What follows belongs to an exercise in optimizing a design on an open flow for small area and a short achievable clock period; a production flow would make more cautious choices. Only simulation tests tie the RTL to the original design; equivalence was not proved. No activity file was given, so power comes from the tool's default toggle rates.

`flow/design.v`:
```
module qos_out_arb (
    input  wire        clk,
    input  wire        rst,           
    input  wire [17:0] cfg_level,     
    input  wire [71:0] cfg_weight,    
    input  wire [7:0]  cfg_starve,    
    input  wire        arb_en,        
    input  wire [9:0]  req,           
    input  wire [35:0] req_cells,     
    output wire        gnt_valid,
    output wire [3:0]  gnt_id,
    output wire [15:0] starve_promotions
);
    localparam N = 9;
    reg        [7:0] used     [0:N-1];
    reg        [3:0] ptr      [0:3];
    reg        [5:0] wait_lo  [0:N-1];
    reg        [7:0] wait_hi  [0:N-1];
    reg      [N-1:0] starved;
    reg       [15:0] promo_cnt;
    assign starve_promotions = promo_cnt;
    reg  [1:0]   lvl [0:N-1];   
    reg  [N-1:0] at0, at1, at2, at3;
    reg  [1:0]   win_level;
    reg  [N-1:0] in_lvl;        
    reg  [N-1:0] m;             
    reg  [3:0]   p;
    reg  [N-1:0] ge;            
    reg  [N-1:0] hi;
    reg          wrap;          
    reg  [N-1:0] sel;
    reg  [N-1:0] below;        
    reg  [N-1:0] onehot;
    reg  [N-1:0] passed;
    reg  [3:0]   win;
    integer e;
    always @(*) begin
        for (e = 0; e < N; e = e + 1) begin
            lvl[e] = starved[e] ? 2'd0 : cfg_level[2*e +: 2];
            at0[e] = lvl[e] == 2'd0;
            at1[e] = lvl[e] == 2'd1;
            at2[e] = lvl[e] == 2'd2;
            at3[e] = lvl[e] == 2'd3;
        end
        if (|(req[8:0] & at0))      win_level = 2'd0;
        else if (|(req[8:0] & at1)) win_level = 2'd1;
        else if (|(req[8:0] & at2)) win_level = 2'd2;
        else                        win_level = 2'd3;
        case (win_level)
            2'd0: in_lvl = at0;
            2'd1: in_lvl = at1;
            2'd2: in_lvl = at2;
            default: in_lvl = at3;
        endcase
        m = in_lvl & req[8:0];
        p = ptr[win_level];
        for (e = 0; e < N; e = e + 1)
            ge[e] = e >= p;
        hi   = m & ge;
        wrap = ~|hi;
        sel  = wrap ? m : hi;
        for (e = 0; e < N; e = e + 1)
            below[e] = ~|(sel & ((2 << e) - 1));
        onehot[0] = sel[0];
        for (e = 1; e < N; e = e + 1)
            onehot[e] = sel[e] & below[e-1];
        win = 4'd0;
        for (e = 0; e < N; e = e + 1)
            if (onehot[e])
                win = win | e;
        for (e = 0; e < N; e = e + 1)
            passed[e] = in_lvl[e] & (wrap ? (ge[e] | below[e]) : (ge[e] & below[e]));
    end
    assign gnt_valid = arb_en & |req;
    assign gnt_id    = req[9] ? 4'd9 : win;
    wire grant_entry = arb_en & ~req[9] & |req[8:0];
    reg  [7:0] u_w;
    reg  [7:0] w_w;
    reg  [3:0] c_w;
    reg  [8:0] s;             
    reg  [9:0] t;             
    reg        refill;        
    reg  [4:0] lim;           
    reg  [7:0] used_new;
    reg  [3:0] ptr_new;
    always @(*) begin
        u_w = used[win];
        w_w = cfg_weight[8*win +: 8];
        c_w = req_cells[4*win +: 4];
        s = {1'b0, u_w} + {5'd0, c_w} + 9'd1;
        t = {1'b0, s} - {2'b00, w_w};
        refill = ~t[9];
        lim = {1'b0, w_w[3:0]} + 5'd9;
        if (!refill)
            used_new = s[7:0];
        else if (w_w[7:4] == 4'd0 && t[4:0] > lim)
            used_new = {3'd0, lim};
        else
            used_new = {3'd0, t[4:0]};
        ptr_new = (win == N - 1) ? 4'd0 : win + 4'd1;
    end
    wire [7:0] starve_m1 = cfg_starve - 8'd1;
    wire       guard_off = cfg_starve == 8'd0;
    reg  [N-1:0] gi, clr, hit, promo;
    reg  [3:0]   promo_add;
    integer i;
    always @(*) begin
        promo_add = 4'd0;
        for (i = 0; i < N; i = i + 1) begin
            gi[i]    = grant_entry & onehot[i];
            clr[i]   = cfg_level[2*i +: 2] == 2'd0 || guard_off || !req[i];
            hit[i]   = wait_lo[i] == 6'd63 && wait_hi[i] == starve_m1;
            promo[i] = !gi[i] && !clr[i] && hit[i] && !starved[i];
            promo_add = promo_add + {3'd0, promo[i]};
        end
    end
    always @(posedge clk) begin
        for (i = 0; i < N; i = i + 1) begin
            if (rst || (grant_entry && passed[i]))
                used[i] <= 8'd0;
            else if (gi[i])
                used[i] <= used_new;
            if (rst || gi[i] || clr[i] || hit[i]) begin
                wait_lo[i] <= 6'd0;
                wait_hi[i] <= 8'd0;
            end else begin
                wait_lo[i] <= wait_lo[i] + 6'd1;
                if (wait_lo[i] == 6'd63)
                    wait_hi[i] <= wait_hi[i] + 8'd1;
            end
            if (rst || gi[i])
                starved[i] <= 1'b0;
            else if (promo[i])
                starved[i] <= 1'b1;
        end
        for (i = 0; i < 4; i = i + 1)
            if (rst)
                ptr[i] <= 4'd0;
            else if (grant_entry && refill && win_level == i)
                ptr[i] <= ptr_new;
        if (rst)
            promo_cnt <= 16'd0;
        else
            promo_cnt <= promo_cnt + {12'd0, promo_add};
    end
endmodule
```
`flow/run.sh`:
```
#!/bin/bash
# synth_recipe.tcl (not shown) runs the flow's synth.tcl, then flattens the netlist and writes it again
# the make line also repeats each setting of config.mk as NAME=value (left out here)
make -C /OpenROAD-flow-scripts/flow DESIGN_CONFIG=/design/flow/config.mk WORK_HOME=/design/flow/orfs CLKGATE_MAP_FILE= SYNTH_SCRIPT=/design/flow/synth_recipe.tcl finish
```
`flow/config.mk`:
```
export PLATFORM = sky130hd
export DESIGN_NAME = qos_out_arb
export DESIGN_NICKNAME = qos_out_arb
export VERILOG_FILES = /design/flow/design.v
export SDC_FILE = /design/flow/constraint.sdc
export NUM_CORES = 4
export LEC_CHECK = 0
export CAP_MARGIN = 20
export CORE_MARGIN = 2
export CORE_UTILIZATION = 40
export PLACE_DENSITY = 0.6
export SLEW_MARGIN = 20
```
`flow/constraint.sdc`:
```
create_clock -name core_clock -period 26.0 [get_ports {clk}]
set_input_delay 5.2000 -clock core_clock [delete_from_list [all_inputs] [get_ports {clk}]]
set_output_delay 5.2000 -clock core_clock [all_outputs]
set_load 0.01 [all_outputs]
```
==> reports/qor.csv <==
stage,metric,value,unit
outcome,status,"complete, no violations",
timing,endpoints failing setup,0,
die,Die Wd,200,um
clock_network,CTS root buffer,clkbuf_16,
routing,Iter 0 DRT Violations,1175,
clock_network,Clock Path Buffers,3,
pwr,Sw Pwr,680,uW
setup_path,r2r setup slk,14250,ps
clock_network,cts hold-fix bufs,0,
die,Core Box Area,37800,um^2
finish,share of cells above drive strength 1,0.0760,
finish,design area,18300,um^2
routing,WL final,50.1,mm
timing,clk_skew,20.0,ps
clock_network,CTS tree,yes,
die,# rows,71,
timing,Fin. Hold Viols,0,
timing,RSZ-0062 raised after global routing,no,
global_routing,grt met3 use,0.0321,
setup_path,WP data required,20800,ps
finish,Total Nets Final,2211,
routing,1st-pass router iterations,6,
synth,number of synthesized flops with an enable pin,0,
pwr,Reg power frac,0.243,
synth,top-count cell post-synth,nor2_1,
global_routing,GRT overflow,0,
global_routing,GR Util met2,0.424,
clock_network,clock-pin slew on the worst setup and hold paths,50,ps
synth,synth warn,6,
global_routing,initial antenna violation count,0,
setup_path,Worst EP arrival,11360,ps
flow_run,Max-Cap Viols,0,
finish,antenna fix cells,0,
synth,largest cells by area after synthesis,"dfxtp_1 (31%), xor2_1 (7.2%), nor2_1 (5.9%)",
global_routing,vias in the first global route,14001,
routing,DRC viols,0,
timing,Slew headroom,0.293,
setup_path,CP startpoint kind,primary input,
pwr,Pint,865,uW
synth,"Distinct cells, synth",113,
timing,fin crit share,0.637,
timing,fmax,0.0604,GHz
finish,Layout fillers,3673,
clock_network,postcts setup bufs,0,
global_routing,met1 GRT Util,0.315,
clock_network,CTS Buf Count,27,
synth,post-synth top area cell,dfxtp_1,
clock_network,CTS H-tree lvls,1,
pwr,Tot Pwr,1.55,mW
timing,Final Max Slew Viols,0,
place,dpl cell area,17500,um^2
place,Final GP Congestion,0.907,
global_routing,busiest layer in global routing,met2,
finish,area of the multi-input gates,9960,um^2
synth,syn_nets,2082,
pwr,Power Dens Cells,84.2,nW/um^2
global_routing,pin count of the biggest net entering global routing,56,
synth,sequential area share after synthesis,0.311,
finish,Syn-to-layout area delta,19.4,%
setup_path,CP Class,primary input to primary output,
die,I/O pins,168,
routing,routed via count,14500,
clock_network,CTS Sinks,239,
setup_path,worst-path maximum fanout,24,
routing,Antenna Nets Post-Route,0,
synth,prevailing post-synth register cell,dfxtp_1,
synth,share of the synthesized area in the top cell type,0.311,
die,Die ar.,40000,um^2
routing,Routed WL per cell,19.8,um
clock_network,CTS-repair resized insts,0,
setup_path,CP Capture Type,primary output,
place,Port Buf Inserts,167,
timing,Setup TNS,0,ps
finish,Register Area,4780,um^2
synth,#FFs+latches synth,239,
die,Starting Density,0.407,
pwr,clock power share,0.243,
pwr,Sw Share,0.440,
die,chip height,200,um
global_routing,GRT Resource Usage Total,0.248,
clock_network,clk latency of the worst-skew pair,550,ps
pwr,combinational cell fraction of total power,0.514,
worst_hold_path,Worst Hold Class,flop to flop,
pwr,VDD IR-drop max,0.0000921,V
timing,"Min Clock Period, post-route",16560,ps
synth,Mean Syn Cell Area,8.18,um^2
synth,async set or reset register ratio after synthesis,0,
synth,Mapped Area,15400,um^2
pwr,P_leak,6.88,nW
synth,commonest cells in the netlist,"nor2_1 (242), dfxtp_1 (239), nand2_1 (179), xor2_1 (127), nand3_1 (85)",
synth,synthesized instance count,1878,
timing,setup ws final,9440,ps
place,pre-CTS setup slack,9090,ps
routing,vias per inst,5.72,
global_routing,global-route wire length before repair,77.8,mm
place,Final HPWL DP,37.5,mm
timing,worst slew pin tran,1060,ps
path summary, 6_finish.rpt:
| path | cells after the start | startpoint | to |
|---|---|---|---|
| setup / recovery | 17 | cfg_level[4] | gnt_id[1] |
| hold / removal | 1 | wait_lo[8][0] | wait_lo[8][0] |
| setup reg to reg | 34 | starved[2] | used[4][3] |
| hold reg to reg | 1 | wait_lo[8][0] | wait_lo[8][0] |
cells by family after synthesis:
group,count (synthesis),synth area share
AO/OA/AOI/OAI,382,0.188
XOR/XNOR,206,0.117
adder cells (fa/ha/maj),57,0.0503
buffers and inverters,152,0.0418
flip-flops,239,0.311
multiplexers,46,0.0305
AND/OR/NAND/NOR,796,0.261
power by group through the flow:
stage	registers [mW]	logic (mW)	clock network (mW)
3_3_place_gp	0.383	0.785	0
4_1_cts	0.375	0.791	0.388
3_5_place_dp	0.383	0.788	0
5_1_grt	0.375	0.878	0.401
2_1_floorplan	0.382	0.570	0
6_report	0.375	0.794	0.376
state kept, by name, summed over array words and instances, names as in the netlist:
register,count
ptr,16
starved,9
used,72
promo_cnt,16
wait_hi,72
wait_lo,54
critical path, stage by stage:
cell             delay [ps]
clkdlybuf4s50_1         580
o21bai_1                120
a222oi_1                490
and4_1                  870
nand4_2                 260
o2111ai_1               350
nand4_1                 260
a21boi_1                420
o21ai_1                 170
o31ai_2                 850
o31ai_2                  80
buf_4                   220
o31ai_4                  60
buf_4                   320
inv_1                   330
nor2_1                  200
clkdlybuf4s50_1         560
per-layer routing:
metal	wire length (um)	part of all wire
met1	21600	0.43
met2	23300	0.47
met3	3280	0.065
met4	1940	0.039
met5	0	0
layout make-up:
type / instances / area share
repair buffers: 192 / 0.101
multi-input cells: 1487 / 0.543
inverters: 60 / 0.0123
clock buffers: 41 / 0.0441
clock inverters: 7 / 0.00389
well taps: 511 / 0.0349
flip-flops and latches: 239 / 0.261
cell usage in the layout (no fill, tap or decap), types with 9 or more instances in the layout:
| cell type | n |
|---|---|
| ha_1 | 49 |
| o211ai_1 | 10 |
| xnor2_1 | 79 |
| a31o_2 | 10 |
| mux2i_1 | 42 |
| clkdlybuf4s50_1 | 166 |
| clkbuf_16 | 27 |
| o221ai_1 | 13 |
| nor2_1 | 242 |
| o22ai_1 | 22 |
| and4_1 | 12 |
| inv_1 | 58 |
| and3_1 | 42 |
| nor2b_1 | 21 |
| o21ai_1 | 17 |
| nor4_1 | 12 |
| a31oi_1 | 15 |
| a211oi_1 | 13 |
| or2_2 | 10 |
| nand4_1 | 47 |
| nand2_1 | 179 |
| nor4bb_1 | 9 |
| xor2_1 | 127 |
| a222oi_1 | 9 |
| a21oi_1 | 70 |
| nor3_1 | 33 |
| a22oi_1 | 12 |
| a21o_1 | 11 |
| dfxtp_1 | 239 |
| buf_4 | 25 |
| nand2b_1 | 36 |
| o31ai_1 | 15 |
| o21bai_1 | 10 |
| nand3_1 | 85 |
| o21ai_0 | 50 |
| or4_1 | 9 |
per-stage QoR:
step           hold slack, ps   util  std cells
2_1_floorplan             418      -       1878
3_3_place_gp              429  0.462       2489
4_1_cts                   449  0.486       2537
6_report                  446  0.486       2537
5_1_grt                   464  0.486       2537
3_5_place_dp              438  0.462       2489

[afterwards: timing with drivers on the ports]
In the flow no input, the clock included, has a driving cell. The finished layout below was timed again as built, in two steps.
Step 1 assumes that a clkbuf_16 drives the clock port and a buf_2 every other input.
Step 2, shift: input delay + t, output delay - t, t = (earliest + latest rising clock arrival at the registers) / 2. This alone moves slack from input paths to output paths.
Slacks: no drivers / after step 1 / after step 2; pairs: no drivers / after step 1.
t, ns: 0.598
setup slack, ns: 9.438 / 9.413 / 8.907
hold slack, ns: 0.446 / 0.446 / 0.446
slew at the worst register clock pin (ns): 0.06 / 0.06
pins driven straight from the clock port: 1
After both steps setup and hold are still met in this run. The setup slack of this run moves by -0.025 ns with the drivers and by -0.531 ns with both steps.
